Source: an optimization exercise on an open RTL-to-GDS flow (aim: small area). Production flows keep margins and buffers that such runs may drop. Function was checked by simulation only, so behaviour that the tests miss may differ from the original. Power figures rest on the tool's default switching activity, not on a simulated workload.

==> flow/design.v <==
module pwm_dither (
    input  wire        clk,
    input  wire        run,
    input  wire [14:0] half,       
    input  wire [3:0]  dither,     
    input  wire [3:0]  port_id,
    input  wire [15:0] count,      
    input  wire [3:0]  cm1,        
    input  wire        down,       
    input  wire        ext,        
    input  wire        win,        
    input  wire        step,       
    output reg         first,      
    output wire        hbit        
);
    reg  [15:0] lfsr;
    reg  [12:0] range;             
    reg  [6:0]  rem;               
    reg  [13:0] r;                 
    reg         ca, cb;            
    wire [3:0]  idx = ~(down ? cm1 : count[3:0]);
    wire [15:0] h16 = {1'b0, half};
    wire [15:0] r16 = {3'b000, range};
    wire        hb  = h16[idx];
    wire        rb  = r16[idx];
    wire        lb  = lfsr[idx];
    wire        lo  = (count[15:4] == 12'd0);
    wire        hi  = (count[15:4] == 12'd1);
    wire [7:0]  t     = {rem, 1'b0} + (hb ? {4'd0, dither} : 8'd0);
    wire        ge200 = (t >= 8'd200);
    wire        ge100 = (t >= 8'd100);
    wire [7:0]  t_red = ge200 ? t - 8'd200 : (ge100 ? t - 8'd100 : t);
    wire [11:0] r_inc = range[11:0] + {11'd0, ge200};
    wire [14:0] t2 = {r, lb};
    wire [14:0] sb = {1'b1, ~range, 1'b0};
    wire [15:0] bw;
    wire [14:0] df;
    assign bw[0] = 1'b1;
    genvar i;
    generate
        for (i = 0; i < 15; i = i + 1) begin : g_sub
            assign df[i]   = t2[i] ^ sb[i] ^ bw[i];
            assign bw[i+1] = (t2[i] & sb[i]) | (bw[i] & (t2[i] ^ sb[i]));
        end
    endgenerate
    wire [13:0] r_stp = bw[15] ? df[13:0] : t2[13:0];
    wire        r_en  = first ? hi : lo;
    wire        s1  = hb ^ r[0] ^ ca;
    wire        ca1 = (hb & r[0]) | (ca & (hb ^ r[0]));
    assign      hbit = s1 ^ ~rb ^ cb;
    wire        cb1 = (s1 & ~rb) | (cb & (s1 ^ ~rb));
    always @(posedge clk) begin
        if (!run)
            r <= 14'd0;
        else if (down ? win : r_en)
            r <= down ? {1'b0, r[13:1]} : r_stp;
        if (ext) begin
            ca <= 1'b0;
            cb <= 1'b1;
        end else if (win) begin
            ca <= ca1;
            cb <= cb1;
        end
        if (!run) begin
            lfsr  <= 16'hACE1 ^ {12'd0, port_id};
            range <= 13'd0;
            rem   <= 7'd0;
            first <= 1'b1;
        end else begin
            if (step)
                lfsr <= {lfsr[0] ^ lfsr[2] ^ lfsr[3] ^ lfsr[5], lfsr[15:1]};
            if (first && lo) begin
                range <= {r_inc, ge100 && !ge200};
                rem   <= t_red[6:0];
            end
            if (down)
                first <= 1'b0;
        end
    end
endmodule
module pwm_leg (
    input  wire        clk,
    input  wire        ext,        
    input  wire        down,       
    input  wire        first,      
    input  wire        win,        
    input  wire        hb,         
    input  wire        ld,         
    input  wire        fresh,      
    input  wire [15:0] count,
    input  wire [15:0] duty,
    input  wire [10:0] dead,
    output wire        gate_h,
    output wire        gate_l
);
    reg  [15:0] d;
    reg  [15:0] acc;
    reg  [15:0] thr;
    wire [15:0] opd = ~d & {16{hb}};
    wire [16:0] cy;
    wire [15:0] sm;
    assign cy[0] = hb;
    genvar i;
    generate
        for (i = 0; i < 16; i = i + 1) begin : g_add
            assign sm[i]   = acc[i] ^ opd[i] ^ cy[i];
            assign cy[i+1] = (acc[i] & opd[i]) | (cy[i] & (acc[i] ^ opd[i]));
        end
    endgenerate
    wire [15:0] acc_d = ext ? 16'd0 : (win ? {cy[16], sm[15:1]} : acc);
    always @(posedge clk) begin
        if (ext)
            d <= duty;
        acc <= acc_d;
        if (ld)
            thr <= acc_d;
    end
    wire        eq = (count == thr);
    reg         eq_r;
    reg         last_up;
    wire        up = down ? (ext || (last_up && !eq_r))
                          : (!first && (eq || (last_up && !ext)));
    reg  [10:0] q;
    wire        qz   = (q == 11'd0);
    wire        same = !fresh && (up == last_up);
    always @(posedge clk) begin
        eq_r    <= eq;
        last_up <= up;
        q       <= !same ? dead : (qz ? q : q - 11'd1);
    end
    assign gate_h = !fresh && qz && last_up;
    assign gate_l = !fresh && qz && !last_up;
endmodule
module pwm3 (
    input  wire        clk,
    input  wire        rst,         
    input  wire        out_en,
    input  wire [3:0]  port_id,     
    input  wire [14:0] half,        
    input  wire [3:0]  dither,      
    input  wire [10:0] dead,        
    input  wire [15:0] duty_u,
    input  wire [15:0] duty_v,
    input  wire [15:0] duty_w,
    input  wire        trip_n,
    output wire        at_valley,
    output wire        at_peak,
    output wire [5:0]  gates,       
    output reg         hw_trip
);
    wire        run = out_en && !rst;
    reg  [15:0] count;             
    reg         down;              
    reg         ext;               
    reg  [15:0] hp;                
    reg  [4:0]  trip_cnt;
    reg         fresh;             
    assign at_valley = run && ext && !down;
    assign at_peak   = run && ext && down;
    wire [16:0] tog;
    wire [15:0] count_n;
    assign tog[0] = 1'b1;
    genvar i;
    generate
        for (i = 0; i < 16; i = i + 1) begin : g_cnt
            assign count_n[i] = count[i] ^ tog[i];
            assign tog[i+1]   = tog[i] & (count[i] ^ down);
        end
    endgenerate
    wire [15:0] cm1 = count - 16'd1;
    wire        win = (count != 16'd0) && (cm1[15:4] == 12'd0);
    wire        last = down ? (count == 16'd1) : (!win && count_n == hp);
    wire        first;             
    wire        hbit;              
    pwm_dither u_dither (
        .clk(clk), .run(run), .half(half), .dither(dither), .port_id(port_id),
        .count(count), .cm1(cm1[3:0]), .down(down), .ext(ext), .win(win),
        .step(last && down), .first(first), .hbit(hbit)
    );
    wire        hb = down ? hbit : hp[0];
    always @(posedge clk) begin
        if (!run) begin
            count <= 16'd0;
            down  <= 1'b0;
            ext   <= 1'b1;
            hp    <= {1'b0, half};
        end else begin
            count <= count_n;
            ext   <= last;
            if (last) down <= !down;
            if (win) hp <= {hb, hp[15:1]};
        end
    end
    always @(posedge clk) begin
        if (!run) begin
            trip_cnt <= 5'd0;
            hw_trip  <= 1'b0;
        end else begin
            trip_cnt <= trip_n ? 5'd0 : trip_cnt + 5'd1;
            if (!trip_n && trip_cnt == 5'd24)
                hw_trip <= 1'b1;
        end
        fresh <= !run || hw_trip;
    end
    wire ld  = run && last;
    pwm_leg u_leg_u (.clk(clk), .ext(ext), .down(down), .first(first), .win(win), .hb(hb),
                     .ld(ld), .fresh(fresh), .count(count), .duty(duty_u), .dead(dead),
                     .gate_h(gates[0]), .gate_l(gates[1]));
    pwm_leg u_leg_v (.clk(clk), .ext(ext), .down(down), .first(first), .win(win), .hb(hb),
                     .ld(ld), .fresh(fresh), .count(count), .duty(duty_v), .dead(dead),
                     .gate_h(gates[2]), .gate_l(gates[3]));
    pwm_leg u_leg_w (.clk(clk), .ext(ext), .down(down), .first(first), .win(win), .hb(hb),
                     .ld(ld), .fresh(fresh), .count(count), .duty(duty_w), .dead(dead),
                     .gate_h(gates[4]), .gate_l(gates[5]));
endmodule
==> flow/run.sh <==
#!/bin/bash
# synth_recipe.tcl (not shown) runs the flow's synth.tcl, then flattens the netlist and writes it again
# the make line also repeats each setting of config.mk as NAME=value (left out here)
make -C /OpenROAD-flow-scripts/flow DESIGN_CONFIG=/design/flow/config.mk WORK_HOME=/design/flow/orfs CLKGATE_MAP_FILE= SYNTH_SCRIPT=/design/flow/synth_recipe.tcl finish
==> flow/config.mk <==
export PLATFORM = sky130hd
export DESIGN_NAME = pwm3
export DESIGN_NICKNAME = pwm3
export VERILOG_FILES = /design/flow/design.v
export SDC_FILE = /design/flow/constraint.sdc
export NUM_CORES = 4
export LEC_CHECK = 0
export CAP_MARGIN = 20
export CORE_MARGIN = 2
export CORE_UTILIZATION = 60
export CTS_BUF_LIST = sky130_fd_sc_hd__clkbuf_2
export PLACE_DENSITY = 0.7
export SLEW_MARGIN = 20
==> flow/constraint.sdc <==
create_clock -name core_clock -period 50.0 [get_ports {clk}]
set_input_delay 10.0000 -clock core_clock [delete_from_list [all_inputs] [get_ports {clk}]]
set_output_delay 10.0000 -clock core_clock [all_outputs]
set_load 0.01 [all_outputs]
==> results of run 1 <==
[routing by layer]
layer  part of all wire (%)  global-route usage (%)  vias to the layer above  routed length, um
met5                      0                       0                        -                  0
met4                    2.3                    9.01                        0                688
met3                    4.2                    4.16                       58               1270
met2                     50                    40.3                      229              15100
met1                     43                    30.4                     5023              13100
li1                       -                       -                     5170                  -
[cell type report]
type,instances,share of cell area [%]
timing repair buffer,107,6.18
clock inverter,23,1.08
antenna,1,0.0149
clock buffer,114,3.40
sequential,277,42.3
multi-input combinational,981,42.8
inverter,81,1.81
tap,324,2.41
[path summary, 6_finish.rpt]
| kind | startpoint | to | slack (ps) | depth (start not counted) |
|---|---|---|---|---|
| setup / recovery | rst | at_peak | 28150 | 4 |
| hold / removal | u_dither.lfsr[9] | u_dither.lfsr[8] | 480 | 2 |
| setup reg to reg | count[1] | u_leg_w.thr[14] | 37860 | 34 |
| hold reg to reg | u_dither.lfsr[9] | u_dither.lfsr[8] | 480 | 2 |
[worst max-delay path, delay by kind of cell]
family | cells | cell delay (ps)
buffers and inverters | 2 | 1000
and+or+nand+nor | 2 | 830
[state kept, by name, indices dropped and copies added, names as in the netlist, 5 cells and up]
signal	count
u_leg_w.acc	16
u_dither.r	14
u_leg_v.q	11
u_leg_u.thr	16
u_leg_u.q	11
u_leg_v.thr	16
u_leg_u.acc	16
u_leg_w.thr	16
hp	16
count	16
u_leg_w.d	16
u_leg_v.acc	16
trip_cnt	5
u_dither.lfsr	16
u_dither.range	13
u_dither.rem	7
u_leg_u.d	16
u_leg_v.d	16
u_leg_w.q	11
[cell families after synthesis]
kind of cell / synth area share [%]
AOI/OAI and AO/OA: 8.88
buffers and inverters: 4.62
xor gates and xnor gates: 8.18
and+or+nand+nor: 15.7
adders and majority gates: 9.84
muxes: 5.29
DFF: 47.5
[placed cells by master, fill, tap and decap left out, types with 4 or more instances in the layout]
cell type | netlist | layout
mux2i_1 | 28 | 28
clkbuf_2 | 0 | 114
nand3_1 | 17 | 17
nor4_1 | 12 | 12
o22ai_1 | 4 | 4
nand4_1 | 19 | 19
o31ai_1 | 4 | 4
o21ai_0 | 28 | 28
nand4b_1 | 4 | 4
clkdlybuf4s50_1 | 0 | 94
nor3b_1 | 7 | 7
nand2b_1 | 11 | 10
nor3_1 | 28 | 28
a21o_1 | 6 | 6
or2_2 | 41 | 41
xnor2_1 | 80 | 80
nor2_1 | 186 | 185
mux2_2 | 21 | 21
clkinv_1 | 1 | 16
dfxtp_1 | 122 | 120
a31oi_1 | 5 | 5
nand2_1 | 115 | 115
nor2b_1 | 6 | 5
ha_1 | 20 | 20
mux4_2 | 11 | 11
and3_1 | 9 | 9
edfxtp_1 | 155 | 155
a21oi_1 | 86 | 85
buf_4 | 9 | 13
and2_1 | 8 | 8
xor2_1 | 55 | 55
fa_1 | 61 | 61
or3_1 | 11 | 11
inv_1 | 80 | 80
a211oi_1 | 41 | 41
[stage by stage]
stage	instances	power, mW	utilization, %
detailed placement	1770	0.303	65.8
floorplan	1426	0.287	-
finish	1908	0.467	68.9
global placement	1770	0.301	65.8
global route	1908	0.493	68.9
CTS	1907	0.474	68.9
[power by group]
group	internal, mW	total (mW)	switching, mW
logic	0.0214	0.0429	0.0215
registers	0.248	0.254	0.00595
clock network	0.0765	0.170	0.0938
total	0.346	0.467	0.121
==> run_results.csv, run 1 <==
group,metric,value,unit
worst_setup_path,cp_max_fo,29,
worst_setup_path,cp_slowest_cell,"clkdlybuf4s50_1",
synthesis,yosysUniqueCellTypes,70,
synthesis,syn_avg_cell_area,10.5,sq um
routing,wl_per_cell,15.8,um
min_path,min_path_type,"register to register",
clock_network,clock_latency,840,ps
routing,drc,0,
grt,grt_first_pass_wirelength,50.3,mm
grt,grt_max_degree,94,
grt,overflow,0,
clock_network,cts_resized,0,
sta,timing.fmax,0.0458,GHz
sta,fin_ws,28150,ps
layout,fin_area,0.0168,sq mm
synthesis,ys_ff_latch,277,
run_status,outcome,"complete, no violations",
sta,fin_crit,21850,ps
placement,postPlaceCellArea,0.0160,sq mm
routing,totalWireLength,30.1,mm
clock_network,clock-sinks,277,
sta,hold_viol_final,0,
power,ir_drop,0.0230,mV
sta,worst_pin_slew,1060,ps
worst_setup_path,max_stage_delay,580,ps
sta,finalCritPeriodShare,43.7,%
synthesis,synth.area.top_cells,"edfxtp_1 (31%), dfxtp_1 (16%), fa_1 (8.2%)",
layout,seq_area,0.00710,sq mm
sta,slew_violations,0,
placement,dpl.hpwl,20.6,mm
layout,n_fill_cell,1948,
synthesis,netlist_area,0.0150,sq mm
sta,finClkSkew,84.3,ps
worst_setup_path,cp_common_cell,"clkdlybuf4s50_1",
clock_network,cts_root_buffer,"clkbuf_2",
layout,multiInputGateArea,0.00720,sq mm
layout,nets,1689,
floorplan,core,0.0244,sq mm
clock_network,clock_path_buffers,3,
floorplan,start_util,61.3,%
worst_setup_path,crit_required,40000,ps
placement,numPortBuffers,94,
grt,grt_pass1_vias,10547,
routing,vias,10480,
synthesis,synth.most_common_cell,"nor2_1",
sta,finalSetupViolCount,0,
clock_network,postCtsHoldBufs,0,
worst_setup_path,path_class,"primary input to primary output",
sta,hold_ws,479,ps
clock_network,path_clk_slew,110,ps
synthesis,synth-seq-area-share,47.5,%
power,cellPowerDensity,27.8,mW/mm^2
clock_network,tritoncts,"yes",
synthesis,synth_top_area_share,31.1,%
grt,antenna_found_initial,1,
layout,drive_above_1_share,14.5,%
run,max_cap_viol_count,0,
routing,postRouteAntennaNets,0,
clock_network,post_cts_buffers,0,
worst_setup_path,path_cells,"clkdlybuf4s50_1 > nand2b_2 > nor3_1 > clkdlybuf4s50_1",
synthesis,yosys.area.top_type,"edfxtp_1",
power,total_leakage_power,6.06,nW
routing,drt_iter0_markers,597,
sta,slew_headroom,29.2,%
floorplan,die_area,0.0262,sq mm
floorplan,ioPinCount,95,
synthesis,synth_ff_type,"edfxtp_1",
synthesis,synthArstFlopShare,0,%
clock_network,cts_buffers,74,
floorplan,die_h,162,um
layout,synthToLayoutAreaGrowth,12.4,%
worst_setup_path,arrival,11850,ps
placement,pre_cts_ws,28170,ps
grt,grt_usage,23.6,%
routing,dr.pass1.iters,5,
synthesis,synthCells,1426,
placement,place_congestion,0.881,
synthesis,yosysWarnings,3,
sta,fin_setup_tns,0,ps
worst_setup_path,end_kind,"primary output",
synthesis,synth_nets,1593,
routing,vias_per_cell,5.49,
clock_network,htree_levels,3,
floorplan,rows,57,
synthesis,yosys-top-cells-count,"nor2_1 (186), edfxtp_1 (155), dfxtp_1 (122)",
sta,rsz0062_at_grt,"no",
worst_setup_path,crit_path_start_kind,"primary input",
synthesis,synth_edf_count,155,
floorplan,die_w,162,um
==> run 2: changes to the inputs <==
--- a/flow/config.mk
+++ b/flow/config.mk
@@ -9,5 +9,4 @@
 export CORE_MARGIN = 2
-export CORE_UTILIZATION = 60
-export CTS_BUF_LIST = sky130_fd_sc_hd__clkbuf_2
-export PLACE_DENSITY = 0.7
+export CORE_UTILIZATION = 40
+export PLACE_DENSITY = 0.6
 export SLEW_MARGIN = 20
==> run 2 against run 1 <==
Effect of this change: still clean; die area is 49% higher; total power is 15% higher; combinational power is 2% higher; maximum frequency is 1.3% higher; first-iteration DRC count is 16% lower; register-to-register slack worse by 150 ps; routed wire length is 3.2% higher; worst setup slack better by 270 ps; critical path depth stayed put; design area is 3.2% higher.
==> run_results.csv, run 2 <==
group,metric,value,unit
grt,grt_pass1_vias,10051,
synthesis,netlist_area,0.0150,sq mm
floorplan,ioPinCount,95,
layout,drive_above_1_share,10.4,%
sta,slew_headroom,31.4,%
grt,antenna_found_initial,0,
floorplan,core,0.0367,sq mm
power,cellPowerDensity,31.0,mW/mm^2
routing,drc,0,
worst_setup_path,arrival,11580,ps
layout,instances_no_fill,1975,
layout,fin_area,0.0173,sq mm
layout,synthToLayoutAreaGrowth,15.9,%
worst_setup_path,reg2reg_depth,34,
synthesis,yosysWarnings,3,
routing,totalWireLength,31.1,mm
run,max_cap_viol_count,0,
worst_setup_path,r2r-start,"count[1]",
grt,grt_first_pass_wirelength,51.2,mm
worst_setup_path,startpoint,"rst",
synthesis,synth_nets,1593,
floorplan,die_w,197,um
sta,fin_crit,21580,ps
synthesis,yosysUniqueCellTypes,70,
power,finalPower,537,uW
synthesis,syn_avg_cell_area,10.5,sq um
grt,met3_usage,2.61,%
synthesis,yosys.area.top_type,"edfxtp_1",
floorplan,die_area,0.0389,sq mm
routing,dr.pass1.iters,5,
floorplan,rows,70,
sta,rsz0062_at_grt,"no",
grt,use_met2,27.6,%
clock_network,path_clk_slew,60,ps
sta,finalCritPeriodShare,43.2,%
min_path,min_path_type,"register to register",
sta,finalSetupViolCount,0,
sta,worst_pin_slew,1030,ps
floorplan,start_util,40.7,%
sta,finClkSkew,19.5,ps
clock_network,cts_buffers,34,
grt,met1_usage,21.7,%
power,ir_drop,0.0275,mV
placement,place_congestion,0.852,
layout,final_common_cell,"nor2_1",
worst_setup_path,path_class,"primary input to primary output",
clock_network,postCtsHoldBufs,0,
layout,final_cell_mix,"nor2_1 (185), edfxtp_1 (155), dfxtp_1 (120), nand2_1 (115), clkdlybuf4s50_1 (94)",
worst_setup_path,crit_path_start_kind,"primary input",
synthesis,synth_ff_type,"edfxtp_1",
placement,dpl.hpwl,21.5,mm
placement,postPlaceCellArea,0.0162,sq mm
synthesis,yosys-top-cells-count,"nor2_1 (186), edfxtp_1 (155), dfxtp_1 (122)",
worst_setup_path,critPathCapture,"at_valley",
clock_network,cts_resized,0,
clock_network,cts_root_buffer,"clkbuf_16",
routing,wl_per_cell,15.7,um
grt,overflow,0,
placement,numPortBuffers,94,
clock_network,post_cts_buffers,0,
clock_network,clock-sinks,277,
grt,grt_usage,16.3,%
synthesis,synth_edf_count,155,
clock_network,clock_latency,510,ps
sta,slew_violations,0,
sta,fin_setup_tns,0,ps
layout,nets,1649,
worst_setup_path,reg2reg_slack,37710,ps
routing,postRouteAntennaNets,0,
synthesis,synth.most_common_cell,"nor2_1",
routing,drt_iter0_markers,504,
routing,vias,10109,
clock_network,htree_levels,2,
synthesis,synthCells,1426,
worst_setup_path,end_kind,"primary output",
sta,timing.fmax,0.0463,GHz
worst_setup_path,crit_required,40000,ps
floorplan,die_h,197,um
clock_network,clock_path_buffers,3,
run_status,outcome,"complete, no violations",
worst_setup_path,cp_max_fo,8,
clock_network,tritoncts,"yes",
synthesis,synth-seq-area-share,47.5,%
synthesis,synth.area.top_cells,"edfxtp_1 (31%), dfxtp_1 (16%), fa_1 (8.2%)",
grt,grt_max_degree,97,
sta,hold_viol_final,0,
grt,gr-max-usage-layer,"met2",
synthesis,synthArstFlopShare,0,%
power,total_leakage_power,6.06,nW
layout,diodes,0,
synthesis,ys_ff_latch,277,
worst_setup_path,r2r-end,"u_leg_v.thr[14]",
placement,numPlacedInstances,1914,
routing,vias_per_cell,5.12,
synthesis,synth_top_area_share,31.1,%
## run 2: layout make-up
| type | count | area, sq um |
|---|---|---|
| Fill cell | 3358 | 19400 |
| Multi-Input combinational cell | 981 | 7200 |
| Sequential cell | 277 | 7100 |
| Timing Repair Buffer | 107 | 1040 |
| Clock buffer | 53 | 1020 |
| Tap cell | 468 | 586 |
| Inverter | 81 | 304 |
| Clock inverter | 8 | 71.3 |
## run 2: cell families after synthesis
logic type	after synthesis	synth area share (%)
fa+ha+maj	81	9.84
simple gates	493	15.7
flops	277	47.5
mux	62	5.29
compound gates	208	8.88
buf+inv	168	4.62
xor+xnor	137	8.18
## run 2: worst max-delay path: stages
cell and delay [ps]:
clkdlybuf4s50_1 420, nand2b_2 340, nor3_1 240, clkdlybuf4s50_1 580
## run 2: worst min-delay path by stage
stage | start | end | depth (start not counted)
after floorplan | u_dither.lfsr[9] | u_dither.lfsr[8] | 2
after global placement | u_dither.lfsr[9] | u_dither.lfsr[8] | 2
after detailed placement | u_dither.lfsr[9] | u_dither.lfsr[9] | 2
after CTS | u_dither.lfsr[9] | u_dither.lfsr[8] | 2
after global routing | u_dither.lfsr[9] | u_dither.lfsr[9] | 2
final | hw_trip | fresh | 1
## run 2: metal layers
metal | vias up | wire length, um
met3 | 42 | 1170
met1 | 4855 | 14500
met5 | - | 0
li1 | 5042 | -
met2 | 170 | 14900
met4 | 0 | 581
## run 2: metrics by stage
stage	utilization, %	setup slack [ps]	hold slack (ps)
6_report	47.2	28420	479
5_1_grt	47.2	28340	508
4_1_cts	47.2	28430	480
3_5_place_dp	44.2	28430	475
3_3_place_gp	44.2	28450	454
2_1_floorplan	-	29220	442
## run 2: power by group
group / switching (mW) / internal (mW)
sequential: 0.00541 / 0.249
combinational: 0.0223 / 0.0215
clock: 0.0934 / 0.146
==> run 3: changes to the inputs <==
--- a/flow/design.v
+++ b/flow/design.v
@@ -17,3 +17,2 @@
     reg  [12:0] range;             
-    reg  [6:0]  rem;               
     reg  [13:0] r;                 
@@ -28,3 +27,3 @@
     wire        hi  = (count[15:4] == 12'd1);
-    wire [7:0]  t     = {rem, 1'b0} + (hb ? {4'd0, dither} : 8'd0);
+    wire [7:0]  t     = {r[6:0], 1'b0} + (hb ? {4'd0, dither} : 8'd0);
     wire        ge200 = (t >= 8'd200);
@@ -54,4 +53,5 @@
             r <= 14'd0;
-        else if (down ? win : r_en)
-            r <= down ? {1'b0, r[13:1]} : r_stp;
+        else if (down ? win : (r_en || (first && lo)))
+            r <= down ? {1'b0, r[13:1]} :
+                 (r_en ? r_stp : {7'd0, t_red[6:0] & {7{count[3:0] != 4'd15}}});
         if (ext) begin
@@ -66,3 +66,2 @@
             range <= 13'd0;
-            rem   <= 7'd0;
             first <= 1'b1;
@@ -73,3 +72,2 @@
                 range <= {r_inc, ge100 && !ge200};
-                rem   <= t_red[6:0];
             end
@@ -169,4 +167,5 @@
     endgenerate
-    wire [15:0] cm1 = count - 16'd1;
-    wire        win = (count != 16'd0) && (cm1[15:4] == 12'd0);
+    wire [3:0]  cm1 = count[3:0] - 4'd1;
+    wire        win = (count[15:5] == 11'd0) &&
+                      (count[4] ? (count[3:0] == 4'd0) : (count[3:0] != 4'd0));
     wire        last = down ? (count == 16'd1) : (!win && count_n == hp);
@@ -176,3 +175,3 @@
         .clk(clk), .run(run), .half(half), .dither(dither), .port_id(port_id),
-        .count(count), .cm1(cm1[3:0]), .down(down), .ext(ext), .win(win),
+        .count(count), .cm1(cm1), .down(down), .ext(ext), .win(win),
         .step(last && down), .first(first), .hbit(hbit)
--- a/flow/config.mk
+++ b/flow/config.mk
@@ -7,6 +7,10 @@
 export LEC_CHECK = 0
+export ABC_AREA = 1
 export CAP_MARGIN = 20
 export CORE_MARGIN = 2
-export CORE_UTILIZATION = 40
-export PLACE_DENSITY = 0.6
+export CORE_UTILIZATION = 60
+export CTS_BUF_LIST = sky130_fd_sc_hd__clkbuf_16
+export CTS_CLUSTER_DIAMETER = 80
+export CTS_CLUSTER_SIZE = 20
+export PLACE_DENSITY = 0.7
 export SLEW_MARGIN = 20
==> run 3 against run 2 <==
Effect of this change: still clean; design area fell by 7.6%; sequential share of layout area up 2.5 points; maximum frequency shrank 1.0%; worst setup slack lost 220 ps; synthesized cell count is 8.3% higher; clock skew up 1.2 ps; flip-flop and latch count fell by 7; global-route usage rose by 8.0 points.
==> run_results.csv, run 3 <==
group,metric,value,unit
run_status,outcome,"complete, no violations",
layout,seq_area,0.00696,sq mm
run,max_cap_viol_count,0,
routing,drt_iter0_markers,711,
power,intPower,335,uW
sta,finalCritPeriodShare,43.6,%
worst_setup_path,r2r-start,"count[1]",
sta,fin_ws,28200,ps
synthesis,synthArstFlopShare,0,%
synthesis,synth_nets,1712,
worst_setup_path,crit_buf_inv,5,
synthesis,synth_top_area_share,32.3,%
placement,place_congestion,0.841,
layout,synthToLayoutAreaGrowth,11.0,%
power,ir_drop,0.0240,mV
floorplan,rows,56,
synthesis,synth.area.top_cells,"edfxtp_1 (32%), dfxtp_1 (16%), fa_1 (8.5%)",
layout,multiInputGateArea,0.00647,sq mm
synthesis,synthCells,1544,
power,power_frac_seq,56.3,%
power,cellPowerDensity,27.7,mW/mm^2
routing,totalWireLength,30.5,mm
routing,vias_per_cell,5.41,
clock_network,cts_buffers,17,
layout,final_common_cell,"nand2_1",
synthesis,yosysUniqueCellTypes,49,
floorplan,start_util,61.3,%
worst_setup_path,cp_slowest_cell,"clkdlybuf4s50_1",
sta,worst_pin_slew,872,ps
grt,grt_max_degree,76,
sta,rsz0062_at_grt,"no",
routing,dr.pass1.iters,5,
grt,grt_usage,24.3,%
floorplan,core,0.0235,sq mm
placement,numPortBuffers,94,
clock_network,cts_resized,0,
synthesis,synth-seq-area-share,48.2,%
sta,hold_viol_final,0,
min_path,min_path_type,"register to register",
sta,slew_violations,0,
sta,slew_headroom,41.6,%
routing,vias,10400,
synthesis,netlist_area,0.0144,sq mm
worst_setup_path,worstSetupPathDepth,7,
synthesis,synth.most_common_cell,"nand2_1",
floorplan,ioPinCount,95,
worst_setup_path,end_kind,"primary output",
sta,fin_crit,21800,ps
placement,dpl.hpwl,21.8,mm
clock_network,clock_latency,510,ps
sta,finalSetupViolCount,0,
sta,fin_setup_tns,0,ps
grt,overflow,0,
clock_network,path_clk_slew,80,ps
power,total_leakage_power,6.07,nW
grt,antenna_found_initial,0,
layout,final_cell_mix,"nand2_1 (249), inv_1 (182), nor2_1 (156), edfxtp_1 (155), dfxtp_1 (114)",
worst_setup_path,cp_max_fo,35,
layout,diodes,0,
layout,nets,1761,
min_path,worstHoldPathCells,1,
power,power_frac_comb,12.1,%
sta,finClkSkew,20.7,ps
placement,pre_cts_ws,28210,ps
floorplan,die_w,159,um
layout,n_fill_cell,1974,
clock_network,cts_root_buffer,"clkbuf_16",
worst_setup_path,crit_required,40000,ps
worst_setup_path,path_cells,"clkdlybuf4s50_1 > inv_1 > nor2_2 > buf_4 > clkinv_1 > nor3_1 > clkdlybuf4s50_1",
worst_setup_path,max_stage_delay,570,ps
sta,timing.fmax,0.0459,GHz
routing,postRouteAntennaNets,0,
grt,grt_first_pass_wirelength,50.0,mm
power,p_sw,109,uW
floorplan,die_area,0.0253,sq mm
routing,wl_per_cell,15.9,um
worst_setup_path,crit_family,"buffers and inverters",
worst_setup_path,reg2reg_slack,38260,ps
synthesis,yosysWarnings,3,
synthesis,synth_ff_type,"edfxtp_1",
min_path,hold_end,"trip_cnt[0]",
routing,drc,0,
worst_setup_path,path_class,"primary input to primary output",
worst_setup_path,startpoint,"out_en",
grt,grt_pass1_vias,10142,
synthesis,yosys-top-cells-count,"nand2_1 (250), inv_1 (174), nor2_1 (157)",
clock_network,clock-sinks,270,
synthesis,synth_edf_count,155,
worst_setup_path,crit_path_start_kind,"primary input",
synthesis,syn_avg_cell_area,9.34,sq um
clock_network,htree_levels,1,
clock_network,postCtsHoldBufs,0,
layout,drive_above_1_share,6.67,%
power,p_clk_share,31.6,%
worst_setup_path,reg2reg_depth,37,
worst_setup_path,r2r-end,"u_leg_u.thr[14]",
synthesis,ys_ff_latch,270,
worst_setup_path,arrival,11800,ps
clock_network,clock_path_buffers,3,
min_path,hp-start,"trip_cnt[0]",
clock_network,post_cts_buffers,0,
worst_setup_path,cp_common_cell,"clkdlybuf4s50_1",
synthesis,yosys.area.top_type,"edfxtp_1",
clock_network,tritoncts,"yes",
floorplan,die_h,159,um
power,swShare,24.6,%
-- run 3: changes by cell type in the layout (fill, tap and decap cells not counted), sizes merged, moves of 12 or more --
| cell | change |
|---|---|
| mux2i | -28 |
| inv | +108 |
| nand3 | +54 |
| nor4 | -12 |
| a21oi | -22 |
| nor2 | -25 |
| clkbuf | -36 |
| nand2 | +142 |
| xnor2 | -42 |
| mux2 | -23 |
| or2 | +12 |
| o21ai | +68 |
-- run 3: cells by family after synthesis --
group / after synthesis / share of synthesized area [%]
AOI/OAI and AO/OA: 241 / 9.84
xor gates and xnor gates: 105 / 6.43
adders and majority gates: 82 / 10.3
buffers and inverters: 253 / 6.97
DFF: 270 / 48.2
and+or+nand+nor: 593 / 18.2
-- run 3: worst max-delay path by stage --
stage                      endpoint  slack, ps
after floorplan             at_peak      28910
after global placement      at_peak      28240
after detailed placement    at_peak      28210
after CTS                   at_peak      28210
after global routing      at_valley      28080
final                       at_peak      28200
-- run 3: layer usage --
layer | wire length (um) | up-vias | GRT usage, %
met1 | 13200 | 4908 | 31.7
li1 | - | 5173 | -
met2 | 15000 | 271 | 43.2
met4 | 802 | 0 | 6.78
met3 | 1460 | 48 | 2.81
met5 | 0 | - | 0
-- run 3: area by class of cell --
| cell class | count | share of cell area [%] |
|---|---|---|
| Multi-Input combinational cell | 1021 | 40.4 |
| Tap cell | 319 | 2.49 |
| Sequential cell | 270 | 43.5 |
| Clock buffer | 17 | 2.66 |
| Inverter | 181 | 4.25 |
| Clock inverter | 12 | 0.492 |
| Timing Repair Buffer | 102 | 6.25 |
-- run 3: stage by stage --
step / instances / cell area, sq um / power [mW] / utilization (%) / hold slack [ps]
5_1_grt: 1922 / 16000 / 0.463 / 68.0 / 508
2_1_floorplan: 1544 / 14400 / 0.290 / - / 430
3_3_place_gp: 1893 / 15500 / 0.307 / 65.9 / 455
3_5_place_dp: 1893 / 15500 / 0.308 / 65.9 / 461
4_1_cts: 1922 / 16000 / 0.447 / 68.0 / 477
6_report: 1922 / 16000 / 0.444 / 68.0 / 477
-- run 3: power groups by stage --
| stage | logic (mW) | registers, mW | clock network [mW] |
|---|---|---|---|
| 3_3_place_gp | 0.0521 | 0.255 | 0 |
| 5_1_grt | 0.0618 | 0.251 | 0.150 |
| 4_1_cts | 0.0540 | 0.250 | 0.143 |
| 6_report | 0.0537 | 0.250 | 0.140 |
| 3_5_place_dp | 0.0537 | 0.255 | 0 |
| 2_1_floorplan | 0.0366 | 0.253 | 0 |
==> run 4: changes to the inputs <==
--- a/flow/config.mk
+++ b/flow/config.mk
@@ -11,5 +11,5 @@
 export CORE_UTILIZATION = 60
-export CTS_BUF_LIST = sky130_fd_sc_hd__clkbuf_16
-export CTS_CLUSTER_DIAMETER = 80
-export CTS_CLUSTER_SIZE = 20
+export CTS_BUF_LIST = sky130_fd_sc_hd__clkbuf_8
+export CTS_CLUSTER_DIAMETER = 60
+export CTS_CLUSTER_SIZE = 14
 export PLACE_DENSITY = 0.7
==> run 4 against run 3 <==
Effect of this change: still clean on timing, DRC and antenna; sequential share of layout area grew 0.16 points; critical endpoint unchanged; critical path depth unchanged; utilization fell by 0.26 points; clock power decreased by 11%.
==> run_results.csv, run 4 <==
group,metric,value,unit
grt,antenna_found_initial,0,
grt,grt_max_degree,76,
synthesis,syn_avg_cell_area,9.34,sq um
synthesis,synthCells,1544,
floorplan,die_w,159,um
synthesis,synth.area.top_cells,"edfxtp_1 (32%), dfxtp_1 (16%), fa_1 (8.5%)",
layout,synthToLayoutAreaGrowth,10.6,%
min_path,hold_end,"trip_cnt[0]",
floorplan,rows,56,
run,max_cap_viol_count,0,
grt,grt_usage,24.2,%
routing,drt_iter0_markers,713,
placement,postPlaceCellArea,0.0155,sq mm
min_path,min_path_type,"register to register",
worst_setup_path,crit_family,"buffers and inverters",
grt,grt_first_pass_wirelength,49.9,mm
layout,final_common_cell,"nand2_1",
clock_network,cts_root_buffer,"clkbuf_8",
synthesis,ys_ff_latch,270,
floorplan,start_util,61.3,%
worst_setup_path,reg2reg_depth,37,
clock_network,cts_buffers,24,
sta,finClkSkew,27.3,ps
floorplan,core,0.0235,sq mm
layout,fin_area,0.0160,sq mm
worst_setup_path,r2r-end,"u_leg_u.thr[14]",
sta,hold_ws,478,ps
sta,hold_viol_final,0,
routing,vias_per_cell,5.37,
run_status,outcome,"complete, no violations",
power,cellPowerDensity,26.8,mW/mm^2
routing,totalWireLength,30.5,mm
floorplan,die_area,0.0253,sq mm
placement,dpl.hpwl,21.8,mm
grt,overflow,0,
floorplan,ioPinCount,95,
synthesis,yosys.area.top_type,"edfxtp_1",
synthesis,yosys-top-cells-count,"nand2_1 (250), inv_1 (174), nor2_1 (157)",
worst_setup_path,max_stage_delay,570,ps
synthesis,synth-seq-area-share,48.2,%
layout,drive_above_1_share,7.17,%
layout,nets,1768,
synthesis,synth_top_area_share,32.3,%
sta,rsz0062_at_grt,"no",
layout,diodes,0,
worst_setup_path,worstSetupPathDepth,7,
grt,grt_pass1_vias,10089,
worst_setup_path,r2r-start,"count[1]",
power,total_leakage_power,6.07,nW
floorplan,die_h,159,um
synthesis,yosysUniqueCellTypes,49,
worst_setup_path,crit_required,40000,ps
worst_setup_path,arrival,11790,ps
worst_setup_path,crit_path_start_kind,"primary input",
sta,slew_violations,0,
clock_network,post_cts_buffers,0,
min_path,hp-start,"trip_cnt[0]",
clock_network,postCtsHoldBufs,0,
worst_setup_path,cp_slowest_cell,"clkdlybuf4s50_1",
placement,numPortBuffers,94,
synthesis,synthArstFlopShare,0,%
routing,vias,10393,
synthesis,yosysWarnings,3,
worst_setup_path,path_cells,"clkdlybuf4s50_1 > inv_1 > nor2_2 > buf_4 > clkinv_1 > nor3_1 > clkdlybuf4s50_1",
placement,place_congestion,0.841,
worst_setup_path,crit_buf_inv,5,
worst_setup_path,cp_common_cell,"clkdlybuf4s50_1",
min_path,worstHoldPathCells,1,
sta,finalCritPeriodShare,43.6,%
clock_network,htree_levels,1,
routing,postRouteAntennaNets,0,
synthesis,synth.most_common_cell,"nand2_1",
clock_network,clock-sinks,270,
sta,fin_setup_tns,0,ps
sta,slew_headroom,40.9,%
routing,dr.pass1.iters,5,
clock_network,cts_resized,0,
clock_network,tritoncts,"yes",
synthesis,synth_ff_type,"edfxtp_1",
layout,n_fill_cell,2012,
power,ir_drop,0.0259,mV
worst_setup_path,reg2reg_slack,38290,ps
sta,fin_crit,21790,ps
synthesis,synth_nets,1712,
sta,finalSetupViolCount,0,
clock_network,path_clk_slew,80,ps
routing,wl_per_cell,15.7,um
clock_network,clock_latency,570,ps
sta,timing.fmax,0.0459,GHz
worst_setup_path,end_kind,"primary output",
routing,drc,0,
sta,worst_pin_slew,884,ps
clock_network,clock_path_buffers,3,
worst_setup_path,path_class,"primary input to primary output",
worst_setup_path,cp_max_fo,35,
synthesis,netlist_area,0.0144,sq mm
layout,final_cell_mix,"nand2_1 (249), inv_1 (185), nor2_1 (156), edfxtp_1 (155), dfxtp_1 (114)",
synthesis,synth_edf_count,155,
[run 4: cell counts after synthesis]
Identical to the previous run, type by type.
[run 4: layout make-up]
type | count | area [sq um] | share of cell area, %
Clock buffer | 24 | 330 | 2.07
Timing Repair Buffer | 102 | 1000 | 6.27
Sequential cell | 270 | 6960 | 43.6
Clock inverter | 20 | 114 | 0.714
Tap cell | 319 | 399 | 2.50
Multi-Input combinational cell | 1021 | 6470 | 40.6
Inverter | 181 | 681 | 4.27
[run 4: worst max-delay path by stage]
stage | start | end | slack [ps]
after global placement | out_en | at_peak | 28240
after floorplan | out_en | at_peak | 28910
final | out_en | at_peak | 28210
after detailed placement | out_en | at_peak | 28210
after global routing | out_en | at_valley | 28080
after CTS | out_en | at_peak | 28210
[run 4: cell families after synthesis]
group	count (synthesis)	synth area share (%)
AOI/OAI and AO/OA	241	9.84
buffers and inverters	253	6.97
and+or+nand+nor	593	18.2
adders and majority gates	82	10.3
DFF	270	48.2
xor gates and xnor gates	105	6.43
[run 4: layer usage]
layer  wire (um)  vias up  track usage, %
met5           0        -               0
li1            -     5192               -
met4         819        0            6.69
met1       13300     4877            32.3
met3        1460       50            2.68
met2       14800      274            42.2
[run 4: worst register-to-register path, delay by kind of cell, from the launching register on]
| kind | cells | cell delay, ps |
|---|---|---|
| and+or+nand+nor | 9 | 1230 |
| buffers and inverters | 6 | 1310 |
| AOI/OAI and AO/OA | 3 | 480 |
| DFF | 1 | 680 |
| adders and majority gates | 19 | 7790 |
[run 4: metrics by stage]
step | instances | power, mW | utilization [%] | setup WS [ps]
2_1_floorplan | 1544 | 0.290 | - | 28910
3_3_place_gp | 1893 | 0.307 | 65.9 | 28240
3_5_place_dp | 1893 | 0.308 | 65.9 | 28210
4_1_cts | 1937 | 0.431 | 67.8 | 28210
5_1_grt | 1937 | 0.449 | 67.8 | 28080
6_report | 1937 | 0.428 | 67.8 | 28210
[run 4: where the power goes]
group	switching (mW)	internal (mW)	total (mW)
clock network	0.0734	0.0509	0.124
logic	0.0311	0.0224	0.0536
registers	0.00510	0.245	0.250
==> run 5: changes to the inputs <==
==> flow/flow/run.sh (new file) <==
#!/bin/bash
# The standard layout (the standard.sh, unchanged synthesis, floorplan,
# placement, CTS and routing), with the port buffers that global placement
# inserts on every input and output made from the smallest buffer cell.
set -euo pipefail
bash standard.sh finish "BUFFER_PORTS_ARGS=-buffer_cell sky130_fd_sc_hd__buf_1" > standard_flow.log 2>&1
==> flow/standard.sh (new file) <==
#!/bin/bash
# synth_recipe.tcl (not shown) runs the flow's synth.tcl, then flattens the netlist and writes it again
# the make line also repeats each setting of config.mk as NAME=value (left out here)
make -C /OpenROAD-flow-scripts/flow DESIGN_CONFIG=/design/flow/config.mk WORK_HOME=/design/flow/orfs CLKGATE_MAP_FILE= SYNTH_SCRIPT=/design/flow/synth_recipe.tcl "${@:-finish}"
removed: flow/run.sh
==> run 5 against run 4 <==
Effect of this change: still clean on timing, DRC and antenna; global-route usage shrank 0.48 points; sequential power is essentially flat; total power shrank 1.7%; clock skew shrank 11 ps; register-to-register slack gained 30 ps; clock power is essentially flat; sequential share of layout area grew 1.7 points; critical path depth is the same; critical path type unchanged; largest power group unchanged.
==> run_results.csv, run 5 <==
group,metric,value,unit
grt,antenna_found_initial,0,
worst_setup_path,reg2reg_slack,38320,ps
synthesis,synthArstFlopShare,0,%
floorplan,die_area,0.0253,sq mm
worst_setup_path,reg2reg_depth,37,
floorplan,die_h,159,um
worst_setup_path,path_class,"primary input to primary output",
worst_setup_path,crit_required,40000,ps
grt,grt_first_pass_wirelength,48.9,mm
clock_network,post_cts_buffers,0,
power,cellPowerDensity,27.4,mW/mm^2
floorplan,core,0.0235,sq mm
synthesis,yosysUniqueCellTypes,49,
worst_setup_path,cp_max_fo,35,
power,power_frac_seq,59.5,%
worst_setup_path,cp_common_cell,"buf_1",
synthesis,syn_avg_cell_area,9.34,sq um
sta,slew_headroom,40.6,%
routing,wl_per_cell,15.4,um
floorplan,rows,56,
synthesis,yosysWarnings,3,
worst_setup_path,cp_slowest_cell,"buf_4",
floorplan,die_w,159,um
placement,dpl.hpwl,21.3,mm
power,p_sw,110,uW
routing,vias_per_cell,5.33,
grt,grt_pass1_vias,9898,
power,total_leakage_power,5.81,nW
sta,fin_setup_tns,0,ps
grt,grt_usage,23.7,%
sta,fin_crit,21010,ps
layout,instances_no_fill,1936,
synthesis,netlist_area,0.0144,sq mm
worst_setup_path,r2r-start,"count[1]",
routing,dr.pass1.iters,5,
routing,vias,10321,
layout,drive_above_1_share,7.36,%
grt,overflow,0,
worst_setup_path,crit_path_start_kind,"primary input",
worst_setup_path,startpoint,"out_en",
worst_setup_path,critPathCapture,"at_peak",
sta,finClkSkew,16.6,ps
routing,totalWireLength,29.8,mm
floorplan,start_util,61.3,%
sta,rsz0062_at_grt,"no",
placement,place_congestion,0.851,
placement,numPlacedInstances,1893,
power,p_clk_share,28.9,%
sta,slew_violations,0,
power,intPower,310,uW
worst_setup_path,worstSetupPathDepth,7,
power,power_frac_comb,11.6,%
floorplan,ioPinCount,95,
synthesis,synth_nets,1712,
run_status,outcome,"complete, no violations",
min_path,min_path_type,"register to register",
sta,finalSetupViolCount,0,
grt,grt_max_degree,91,
synthesis,synth_top_area_share,32.3,%
sta,timing.fmax,0.0476,GHz
synthesis,synthCells,1544,
clock_network,clock-sinks,270,
synthesis,synth.area.top_cells,"edfxtp_1 (32%), dfxtp_1 (16%), fa_1 (8.5%)",
worst_setup_path,crit_buf_inv,5,
power,ir_drop,0.0250,mV
layout,final_cell_mix,"nand2_1 (249), inv_1 (184), nor2_1 (156), edfxtp_1 (155), dfxtp_1 (114)",
synthesis,yosys.area.top_type,"edfxtp_1",
layout,n_fill_cell,2030,
sta,hold_viol_final,0,
sta,worst_pin_slew,888,ps
worst_setup_path,max_stage_delay,320,ps
worst_setup_path,end_kind,"primary output",
layout,synthToLayoutAreaGrowth,6.44,%
worst_setup_path,arrival,11010,ps
synthesis,synth_edf_count,155,
clock_network,cts_resized,0,
worst_setup_path,path_cells,"buf_1 > inv_1 > nor2_2 > buf_4 > clkinv_1 > nor3_1 > buf_1",
layout,nets,1768,
worst_setup_path,crit_family,"buffers and inverters",
placement,numPortBuffers,94,
clock_network,clock_latency,570,ps
routing,drt_iter0_markers,774,
clock_network,cts_buffers,24,
run,max_cap_viol_count,0,
clock_network,htree_levels,1,
synthesis,ys_ff_latch,270,
routing,drc,0,
routing,postRouteAntennaNets,0,
clock_network,path_clk_slew,70,ps
layout,final_common_cell,"nand2_1",
synthesis,yosys-top-cells-count,"nand2_1 (250), inv_1 (174), nor2_1 (157)",
clock_network,clock_path_buffers,3,
sta,finalCritPeriodShare,42.0,%
power,swShare,26.2,%
synthesis,synth_ff_type,"edfxtp_1",
clock_network,cts_root_buffer,"clkbuf_8",
synthesis,synth-seq-area-share,48.2,%
layout,diodes,0,
synthesis,synth.most_common_cell,"nand2_1",
worst_setup_path,r2r-end,"u_leg_w.thr[14]",
clock_network,postCtsHoldBufs,0,
clock_network,tritoncts,"yes",
[run 5: cell counts after synthesis]
No cell type changed its count.
[run 5: cells by family (layout without fill, tap and decap cells)]
kind of cell | after synthesis | after routing | synth area share (%)
AO/OA/AOI/OAI | 241 | 241 | 9.84
buffers and inverters | 253 | 326 | 6.97
XOR/XNOR | 105 | 105 | 6.43
adder cells (fa/ha/maj) | 82 | 82 | 10.3
AND/OR/NAND/NOR | 593 | 593 | 18.2
flip-flops | 270 | 270 | 48.2
[run 5: final cells by class]
class                           instances  area [sq um]  share of cell area [%]
Timing Repair Buffer                  102           413                    2.69
Inverter                              181           681                    4.43
Clock inverter                         18          83.8                   0.546
Clock buffer                           25           344                    2.24
Multi-Input combinational cell       1021          6470                    42.2
Sequential cell                       270          6960                    45.3
Tap cell                              319           399                    2.60
[run 5: metrics by stage]
stage	hold slack, ps	util, %	cell area [sq um]	power (mW)	setup slack (ps)
2_1_floorplan	430	-	14400	0.290	28910
3_3_place_gp	446	63.4	14900	0.302	29030
3_5_place_dp	459	63.4	14900	0.304	29000
4_1_cts	473	65.2	15400	0.424	28990
5_1_grt	506	65.2	15400	0.441	28850
6_report	470	65.2	15400	0.420	28990
[run 5: how the worst min path moves through the flow]
stage / cells after the start / start / endpoint / slack (ps)
3_3_place_gp: 1 / trip_cnt[0] / trip_cnt[0] / 450
6_report: 1 / trip_cnt[0] / trip_cnt[0] / 470
4_1_cts: 2 / u_dither.lfsr[4] / u_dither.lfsr[4] / 470
3_5_place_dp: 2 / u_dither.lfsr[4] / u_dither.lfsr[4] / 460
2_1_floorplan: 1 / trip_cnt[0] / trip_cnt[0] / 430
5_1_grt: 2 / u_dither.lfsr[4] / u_dither.lfsr[4] / 510
[run 5: worst reg2reg max path: cells and delay by family (launching register included)]
| family | cells | cell delay (ps) |
|---|---|---|
| buffers and inverters | 6 | 1290 |
| flip-flops | 1 | 680 |
| AO/OA/AOI/OAI | 3 | 440 |
| AND/OR/NAND/NOR | 9 | 1260 |
| adder cells (fa/ha/maj) | 19 | 7740 |
[run 5: routing by layer]
metal / vias to the layer above / share of wire [%] / track usage [%]
met1: 4812 / 45 / 32.1
met2: 251 / 47 / 40.5
met4: 0 / 3.2 / 7.60
li1: 5196 / - / -
met3: 62 / 4.4 / 2.53
met5: - / 0 / 0
[run 5: power by group through the flow]
| stage | Clock (mW) | Combinational (mW) | Sequential (mW) |
|---|---|---|---|
| 6_report | 0.122 | 0.0487 | 0.250 |
| 5_1_grt | 0.133 | 0.0565 | 0.251 |
| 4_1_cts | 0.125 | 0.0490 | 0.250 |
| 3_5_place_dp | 0 | 0.0488 | 0.255 |
| 3_3_place_gp | 0 | 0.0473 | 0.255 |
| 2_1_floorplan | 0 | 0.0366 | 0.253 |
==> run 6: changes to the inputs <==
--- a/flow/design.v
+++ b/flow/design.v
@@ -16,3 +16,3 @@
     reg  [15:0] lfsr;
-    reg  [12:0] range;             
+    reg  [12:0] nrange;            
     reg  [13:0] r;                 
@@ -21,5 +21,5 @@
     wire [15:0] h16 = {1'b0, half};
-    wire [15:0] r16 = {3'b000, range};
+    wire [15:0] nr16 = {3'b111, nrange};
     wire        hb  = h16[idx];
-    wire        rb  = r16[idx];
+    wire        nrb = nr16[idx];
     wire        lb  = lfsr[idx];
@@ -31,5 +31,5 @@
     wire [7:0]  t_red = ge200 ? t - 8'd200 : (ge100 ? t - 8'd100 : t);
-    wire [11:0] r_inc = range[11:0] + {11'd0, ge200};
+    wire [11:0] nr_dec = nrange[11:0] - {11'd0, ge200};
     wire [14:0] t2 = {r, lb};
-    wire [14:0] sb = {1'b1, ~range, 1'b0};
+    wire [14:0] sb = {1'b1, nrange, 1'b0};
     wire [15:0] bw;
@@ -48,4 +48,4 @@
     wire        ca1 = (hb & r[0]) | (ca & (hb ^ r[0]));
-    assign      hbit = s1 ^ ~rb ^ cb;
-    wire        cb1 = (s1 & ~rb) | (cb & (s1 ^ ~rb));
+    assign      hbit = s1 ^ nrb ^ cb;
+    wire        cb1 = (s1 & nrb) | (cb & (s1 ^ nrb));
     always @(posedge clk) begin
@@ -65,3 +65,3 @@
             lfsr  <= 16'hACE1 ^ {12'd0, port_id};
-            range <= 13'd0;
+            nrange <= 13'h1FFF;
             first <= 1'b1;
@@ -71,3 +71,3 @@
             if (first && lo) begin
-                range <= {r_inc, ge100 && !ge200};
+                nrange <= {nr_dec, !(ge100 && !ge200)};
             end
@@ -121,3 +121,12 @@
     reg  [10:0] q;
-    wire        qz   = (q == 11'd0);
+    wire [11:0] qb;
+    wire [10:0] q_dec;
+    assign qb[0] = 1'b1;
+    generate
+        for (i = 0; i < 11; i = i + 1) begin : g_dec
+            assign q_dec[i] = q[i] ^ (qb[i] & !qb[11]);
+            assign qb[i+1]  = qb[i] & !q[i];
+        end
+    endgenerate
+    wire        qz   = qb[11];
     wire        same = !fresh && (up == last_up);
@@ -126,3 +135,3 @@
         last_up <= up;
-        q       <= !same ? dead : (qz ? q : q - 11'd1);
+        q       <= !same ? dead : q_dec;
     end
==> run 6 against run 5 <==
Effect of this change: still clean; sequential share of layout area is 1.7 points lower; clock power is about 20% higher; utilization is 0.094 points lower; area after synthesis is 1.8% lower; clock skew is 16 ps higher; clock-buffer cell count is 3 higher; synthesized cell count is 1.2% higher; maximum frequency is 3.0% lower; non-clock buffer count is 1 higher; worst hold slack worse by 3.2 ps; via count is 2.8% higher; cell count is 1.3% higher; critical path type unchanged; critical endpoint unchanged; largest cell class unchanged.
==> run_results.csv, run 6 <==
group,metric,value,unit
synthesis,synth_mux_area_share,0,%
synthesis,synth_top_area_share,25.9,%
floorplan,rows,56,
floorplan,start_util,60.7,%
sta,fin_setup_tns,0,ps
synthesis,synth-simple-area-share,19.3,%
synthesis,synth_nets,1731,
layout,seq_area,0.00663,sq mm
grt,antenna_found_initial,0,
worst_setup_path,crit_path_start_kind,"primary input",
clock_network,cts_resized,0,
sta,rsz0062_at_grt,"no",
worst_setup_path,arrival,11660,ps
sta,worst_pin_slew,953,ps
sta,fin_crit,21660,ps
routing,totalWireLength,30.3,mm
worst_setup_path,crit_buf_inv,5,
worst_setup_path,reg2reg_slack,38380,ps
worst_setup_path,startpoint,"out_en",
worst_setup_path,crit_family,"buffers and inverters",
grt,grt_first_pass_wirelength,49.1,mm
placement,numPortBuffers,94,
worst_setup_path,r2r-start,"count[1]",
floorplan,core,0.0233,sq mm
layout,n_fill_cell,1996,
layout,drive_above_1_share,7.86,%
synthesis,syn_avg_cell_area,9.07,sq um
synthesis,synth_compound_area_share,10.5,%
clock_network,clock-sinks,270,
layout,final_common_cell,"nand2_1",
floorplan,ioPinCount,95,
floorplan,die_w,158,um
power,cellPowerDensity,29.1,mW/mm^2
worst_setup_path,cp_common_cell,"buf_1",
worst_setup_path,crit_required,40000,ps
synthesis,yosys-top-cells-count,"nand2_1 (267), inv_1 (182), dfxtp_1 (148)",
clock_network,clock_path_buffers,3,
clock_network,path_clk_slew,100,ps
worst_setup_path,path_class,"primary input to primary output",
worst_setup_path,critPathCapture,"at_peak",
clock_network,postCtsHoldBufs,0,
synthesis,synth.area.top_cells,"edfxtp_1 (26%), dfxtp_1 (21%), fa_1 (8.6%)",
layout,synthToLayoutAreaGrowth,7.21,%
sta,finalSetupViolCount,0,
clock_network,tritoncts,"yes",
clock_network,clock_latency,590,ps
power,ir_drop,0.0203,mV
routing,vias_per_cell,5.41,
clock_network,post_cts_buffers,0,
worst_setup_path,cp_max_fo,55,
grt,grt_pass1_vias,9969,
routing,postRouteAntennaNets,0,
routing,wl_per_cell,15.4,um
worst_setup_path,r2r-end,"u_leg_w.thr[14]",
clock_network,cts_root_buffer,"clkbuf_8",
layout,final_cell_mix,"nand2_1 (266), inv_1 (192), dfxtp_1 (147), nor2_1 (144), edfxtp_1 (122)",
synthesis,synth-seq-area-share,46.8,%
run,max_cap_viol_count,0,
synthesis,yosysUniqueCellTypes,52,
synthesis,synth_ff_type,"dfxtp_1",
floorplan,die_area,0.0249,sq mm
layout,multiInputGateArea,0.00645,sq mm
worst_setup_path,max_stage_delay,490,ps
grt,grt_usage,24.8,%
floorplan,die_h,158,um
synthesis,synth.most_common_cell,"nand2_1",
synthesis,synth_top_family_by_area,"simple AND/OR/NAND/NOR gates",
routing,drt_iter0_markers,775,
worst_setup_path,end_kind,"primary output",
synthesis,synth_fa_ha_area_share,10.5,%
routing,dr.pass1.iters,5,
grt,grt_max_degree,87,
synthesis,yosys.area.top_type,"edfxtp_1",
run_status,outcome,"complete, no violations",
sta,finalCritPeriodShare,43.3,%
grt,overflow,0,
sta,slew_headroom,36.4,%
clock_network,htree_levels,1,
synthesis,synth_xor_area_share,5.25,%
clock_network,cts_buffers,25,
placement,dpl.hpwl,21.5,mm
sta,timing.fmax,0.0462,GHz
synthesis,ys_ff_latch,270,
worst_setup_path,cp_slowest_cell,"inv_2",
layout,fin_area,0.0152,sq mm
sta,finClkSkew,32.9,ps
placement,postPlaceCellArea,0.0146,sq mm
routing,drc,0,
synthesis,netlist_area,0.0142,sq mm
worst_setup_path,path_cells,"buf_1 > inv_1 > nor2_2 > buf_4 > inv_2 > nor3_1 > buf_1",
power,total_leakage_power,5.98,nW
placement,place_congestion,0.821,
worst_setup_path,worstSetupPathDepth,7,
layout,diodes,0,
synthesis,yosysWarnings,3,
synthesis,synth_edf_count,122,
sta,hold_viol_final,0,
routing,vias,10612,
sta,slew_violations,0,
min_path,min_path_type,"register to register",
worst_setup_path,reg2reg_depth,38,
layout,nets,1791,
synthesis,synthCells,1563,
synthesis,synthArstFlopShare,0,%
## run 6: changes by cell type after synthesis, sizes merged, moves of 12 or more
cell,change
dfxtp,+33
clkbuf,-12
nor2,-13
edfxtp,-33
nand2,+20
xor2,-16
## run 6: cells by family after synthesis
family,after synthesis
AO/OA/AOI/OAI,246
XOR/XNOR,85
adder cells (fa/ha/maj),82
buffers and inverters,264
flip-flops,270
AND/OR/NAND/NOR,616
## run 6: worst min-delay path by stage
stage | from | to | slack (ps) | cells past startpoint
after floorplan | trip_cnt[0] | trip_cnt[0] | 430 | 1
after global placement | down | down | 440 | 2
after detailed placement | down | down | 450 | 2
after CTS | down | down | 470 | 2
after global routing | trip_cnt[0] | trip_cnt[0] | 490 | 1
final | down | down | 470 | 2
## run 6: per-stage QoR
step	instances	power [mW]	setup slack [ps]	util (%)	hold slack, ps
3_5_place_dp	1915	0.300	28390	62.7	454
2_1_floorplan	1563	0.286	29290	-	430
6_report	1961	0.441	28340	65.1	467
4_1_cts	1961	0.445	28390	65.1	469
3_3_place_gp	1915	0.298	28480	62.7	441
5_1_grt	1961	0.460	28190	65.1	489
## run 6: per-layer routing
| layer | GRT usage [%] | part of all wire [%] | vias up |
|---|---|---|---|
| met2 | 42.0 | 48 | 278 |
| met4 | 6.88 | 2.7 | 0 |
| met3 | 3.15 | 5.7 | 62 |
| met1 | 33.9 | 44 | 5000 |
| met5 | 0 | 0 | - |
| li1 | - | - | 5272 |
## run 6: worst register-to-register path, delay by kind of cell (launching register included)
| kind | cells | cell delay (ps) |
|---|---|---|
| flops | 1 | 680 |
| compound gates | 4 | 530 |
| fa+ha+maj | 19 | 7810 |
| simple gates | 7 | 920 |
| buf+inv | 8 | 1420 |
## run 6: where the power goes
part           total, mW  leakage (nW)  internal (mW)  switching (mW)
registers          0.245          2.44          0.240         0.00539
clock network      0.146         0.320         0.0682          0.0782
logic             0.0496          3.22         0.0184          0.0311
## run 6: area by class of cell
| type | count | area share (%) |
|---|---|---|
| Clock buffer | 28 | 2.54 |
| Clock inverter | 18 | 1.10 |
| Inverter | 194 | 4.84 |
| Multi-Input combinational cell | 1029 | 42.5 |
| Sequential cell | 270 | 43.6 |
| Tap cell | 319 | 2.63 |
| Timing Repair Buffer | 103 | 2.77 |
==> run 7: changes to the inputs <==
--- a/flow/design.v
+++ b/flow/design.v
@@ -11,3 +11,2 @@
     input  wire        win,        
-    input  wire        step,       
     output reg         first,      
@@ -24,3 +23,3 @@
     wire        nrb = nr16[idx];
-    wire        lb  = lfsr[idx];
+    wire        lb  = lfsr[15];       
     wire        lo  = (count[15:4] == 12'd0);
@@ -68,4 +67,6 @@
         end else begin
-            if (step)
-                lfsr <= {lfsr[0] ^ lfsr[2] ^ lfsr[3] ^ lfsr[5], lfsr[15:1]};
+            if (r_en && !down)
+                lfsr <= (count[3:0] == 4'd15) ?
+                        {lfsr[15] ^ lfsr[1] ^ lfsr[2] ^ lfsr[4], lfsr[14:0]} :
+                        {lfsr[14:0], lfsr[15]};
             if (first && lo) begin
@@ -185,3 +186,3 @@
         .count(count), .cm1(cm1), .down(down), .ext(ext), .win(win),
-        .step(last && down), .first(first), .hbit(hbit)
+        .first(first), .hbit(hbit)
     );
==> flow/run.sh (new file) <==
#!/bin/bash
# synth_recipe.tcl (not shown) runs the flow's synth.tcl, then flattens the netlist and writes it again
# the make line also repeats each setting of config.mk as NAME=value (left out here)
make -C /OpenROAD-flow-scripts/flow DESIGN_CONFIG=/design/flow/config.mk WORK_HOME=/design/flow/orfs CLKGATE_MAP_FILE= SYNTH_SCRIPT=/design/flow/synth_recipe.tcl finish
removed: flow/flow/run.sh
removed: flow/standard.sh
==> run 7 against run 6 <==
Effect of this change: still clean on timing, DRC and antenna; clock skew is 12 ps lower; total power is 3.3% higher; flip-flop and latch count stayed put; via count is 3.4% lower; non-clock buffer count is 1 higher; die area is 0.80% lower; register-to-register slack better by 110 ps; combinational power is 3% higher; clock power is 9% higher; maximum frequency is 0.63% lower; sequential power hardly changed; largest cell class unchanged; highest routed layer unchanged.
==> run_results.csv, run 7 <==
group,metric,value,unit
run_status,outcome,"complete, no violations",
power,intPower,341,uW
routing,wl_per_cell,15.1,um
clock_network,clock_path_buffers,3,
synthesis,netlist_area,0.0141,sq mm
floorplan,die_w,157,um
clock_network,post_cts_buffers,0,
grt,grt_max_degree,93,
layout,synthToLayoutAreaGrowth,12.5,%
synthesis,synthCells,1543,
clock_network,clock-sinks,270,
sta,timing.fmax,0.0459,GHz
power,p_clk_share,34.9,%
layout,diodes,0,
run,max_cap_viol_count,0,
grt,grt_first_pass_wirelength,48.6,mm
worst_setup_path,end_kind,"primary output",
worst_setup_path,cp_common_cell,"clkdlybuf4s50_1",
synthesis,synth_ff_type,"dfxtp_1",
routing,totalWireLength,29.4,mm
layout,final_util,68.0,%
routing,drt_iter0_markers,679,
worst_setup_path,cp_max_fo,43,
synthesis,synthArstFlopShare,0,%
routing,vias,10254,
power,power_frac_seq,53.9,%
clock_network,cts_resized,0,
synthesis,synth.most_common_cell,"nand2_1",
synthesis,synth_top_area_share,26.1,%
clock_network,clock_latency,590,ps
routing,vias_per_cell,5.27,
synthesis,synth_edf_count,122,
sta,slew_violations,0,
power,ir_drop,0.0285,mV
sta,slew_headroom,43.1,%
sta,finalSetupViolCount,0,
sta,finClkSkew,20.9,ps
grt,grt_usage,24.5,%
sta,fin_ws,28200,ps
worst_setup_path,crit_required,40000,ps
layout,final_common_cell,"nand2_1",
routing,drc,0,
synthesis,yosysUniqueCellTypes,50,
floorplan,start_util,60.4,%
floorplan,core,0.0233,sq mm
layout,final_cell_mix,"nand2_1 (274), inv_1 (179), dfxtp_1 (147), nor2_1 (146), edfxtp_1 (122)",
worst_setup_path,crit_path_start_kind,"primary input",
routing,dr.pass1.iters,4,
placement,pre_cts_ws,28230,ps
power,total_leakage_power,6.19,nW
sta,rsz0062_at_grt,"no",
clock_network,path_clk_slew,90,ps
layout,nets,1775,
floorplan,die_h,157,um
synthesis,yosysWarnings,3,
synthesis,synth_nets,1711,
synthesis,yosys.area.top_type,"edfxtp_1",
sta,hold_ws,482,ps
placement,postPlaceCellArea,0.0152,sq mm
synthesis,synth-seq-area-share,47.1,%
floorplan,ioPinCount,95,
clock_network,htree_levels,1,
floorplan,rows,56,
min_path,min_path_type,"register to register",
clock_network,tritoncts,"yes",
layout,fin_area,0.0158,sq mm
worst_setup_path,cp_slowest_cell,"clkdlybuf4s50_1",
grt,grt_pass1_vias,10130,
worst_setup_path,path_class,"primary input to primary output",
routing,postRouteAntennaNets,0,
synthesis,syn_avg_cell_area,9.11,sq um
layout,drive_above_1_share,8.80,%
clock_network,cts_root_buffer,"clkbuf_8",
placement,place_congestion,0.853,
layout,instances_no_fill,1944,
synthesis,yosys-top-cells-count,"nand2_1 (274), inv_1 (174), dfxtp_1 (148)",
placement,numPlacedInstances,1896,
power,p_sw,116,uW
synthesis,synth.area.top_cells,"edfxtp_1 (26%), dfxtp_1 (21%), fa_1 (8.7%)",
power,power_frac_comb,11.2,%
sta,worst_pin_slew,853,ps
worst_setup_path,arrival,11800,ps
grt,antenna_found_initial,0,
sta,finalCritPeriodShare,43.6,%
floorplan,die_area,0.0247,sq mm
worst_setup_path,path_cells,"clkdlybuf4s50_1 > inv_1 > nor2_2 > buf_4 > inv_2 > nor3_1 > clkdlybuf4s50_1",
power,finalPower,456,uW
power,swShare,25.3,%
sta,fin_setup_tns,0,ps
synthesis,ys_ff_latch,270,
sta,hold_viol_final,0,
placement,numPortBuffers,94,
worst_setup_path,max_stage_delay,570,ps
sta,fin_crit,21800,ps
grt,overflow,0,
placement,dpl.hpwl,20.8,mm
clock_network,cts_buffers,27,
power,cellPowerDensity,28.8,mW/mm^2
clock_network,postCtsHoldBufs,0,
## run 7: changes by cell type in the layout (fill, tap and decap cells not counted), sizes merged, moves of 6 or more
| cell | before | now |
|---|---|---|
| nand2 | 277 | 287 |
| clkdlybuf4s50 | 0 | 94 |
| inv | 202 | 188 |
| a31oi | 10 | 1 |
| buf | 103 | 10 |
| nand4 | 24 | 18 |
## run 7: per-layer routing
layer  global-route usage (%)  share of wire (%)
met4                     8.40                3.0
met5                        0                  0
met2                     42.8                 48
met1                     31.5                 45
met3                     3.39                3.9
## run 7: worst paths after layout
check / from / end / slack (ps) / cells past startpoint
worst max-delay path: out_en / at_peak / 28200 / 7
worst min-delay path: u_leg_v.q[10] / u_leg_v.q[10] / 480 / 2
worst max register to register: count[0] / u_leg_u.thr[14] / 38490 / 36
worst min register to register: u_leg_v.q[10] / u_leg_v.q[10] / 480 / 2
## run 7: cell families after synthesis
group	after synthesis	share of synthesized area, %
AND/OR/NAND/NOR	618	19.7
flip-flops	270	47.1
buffers and inverters	252	7.14
AO/OA/AOI/OAI	233	9.88
XOR/XNOR	87	5.53
adder cells (fa/ha/maj)	82	10.6
multiplexers	1	0.0801
## run 7: final cells by class
class                   instances  area (sq um)
fillers                      1891          7450
flip-flops and latches        270          6630
multi-input cells            1021          6440
repair buffers                104          1040
inverters                     183           688
well taps                     319           399
clock buffers                  27           372
clock inverters                20           245
## run 7: critical path, delay by kind of cell
family / cells / cell delay [ps]
buffers and inverters: 5 / 1560
AND/OR/NAND/NOR: 2 / 210
## run 7: power by group through the flow
stage / Combinational, mW / Sequential (mW) / Clock, mW
final: 0.0510 / 0.246 / 0.159
after global routing: 0.0587 / 0.247 / 0.170
after CTS: 0.0502 / 0.247 / 0.162
after detailed placement: 0.0500 / 0.252 / 0
after global placement: 0.0483 / 0.252 / 0
after floorplan: 0.0349 / 0.249 / 0

what the ideal ports hide:
No port has a modelled driver above. Below, the same layouts with a new extraction and two added sets of constraints.
Step 1 (the two cells are an assumption about what drives the block):
set clk [get_ports {clk}]
set_driving_cell -lib_cell sky130_fd_sc_hd__clkbuf_16 $clk
set_driving_cell -lib_cell sky130_fd_sc_hd__buf_2 [delete_from_list [all_inputs] $clk]
Step 2, shift: input delay + t, output delay - t, t = (earliest + latest rising clock arrival at the registers) / 2. This alone moves slack from input paths to output paths.
a / b / c = ideal ports / drivers / drivers and shift; a / b = the first two.
run | t (ns) | slack for setup (ns) | worst setup path at the end
run 1 | 0.836 | 28.151 / 28.130 / 28.130 | input to output
run 2 | 0.551 | 28.422 / 28.398 / 28.398 | input to output
run 3 | 0.546 | 28.205 / 28.178 / 28.178 | input to output
run 4 | 0.602 | 28.206 / 28.180 / 28.180 | input to output
run 5 | 0.601 | 28.993 / 28.969 / 28.969 | input to output
run 6 | 0.621 | 28.340 / 28.312 / 28.312 | input to output
run 7 | 0.619 | 28.203 / 28.179 / 28.179 | input to output
After both steps setup and hold are still met in every run listed. The setup slack of run 6, which loses most, moves by -0.028 ns with the drivers and by -0.028 ns with both steps.
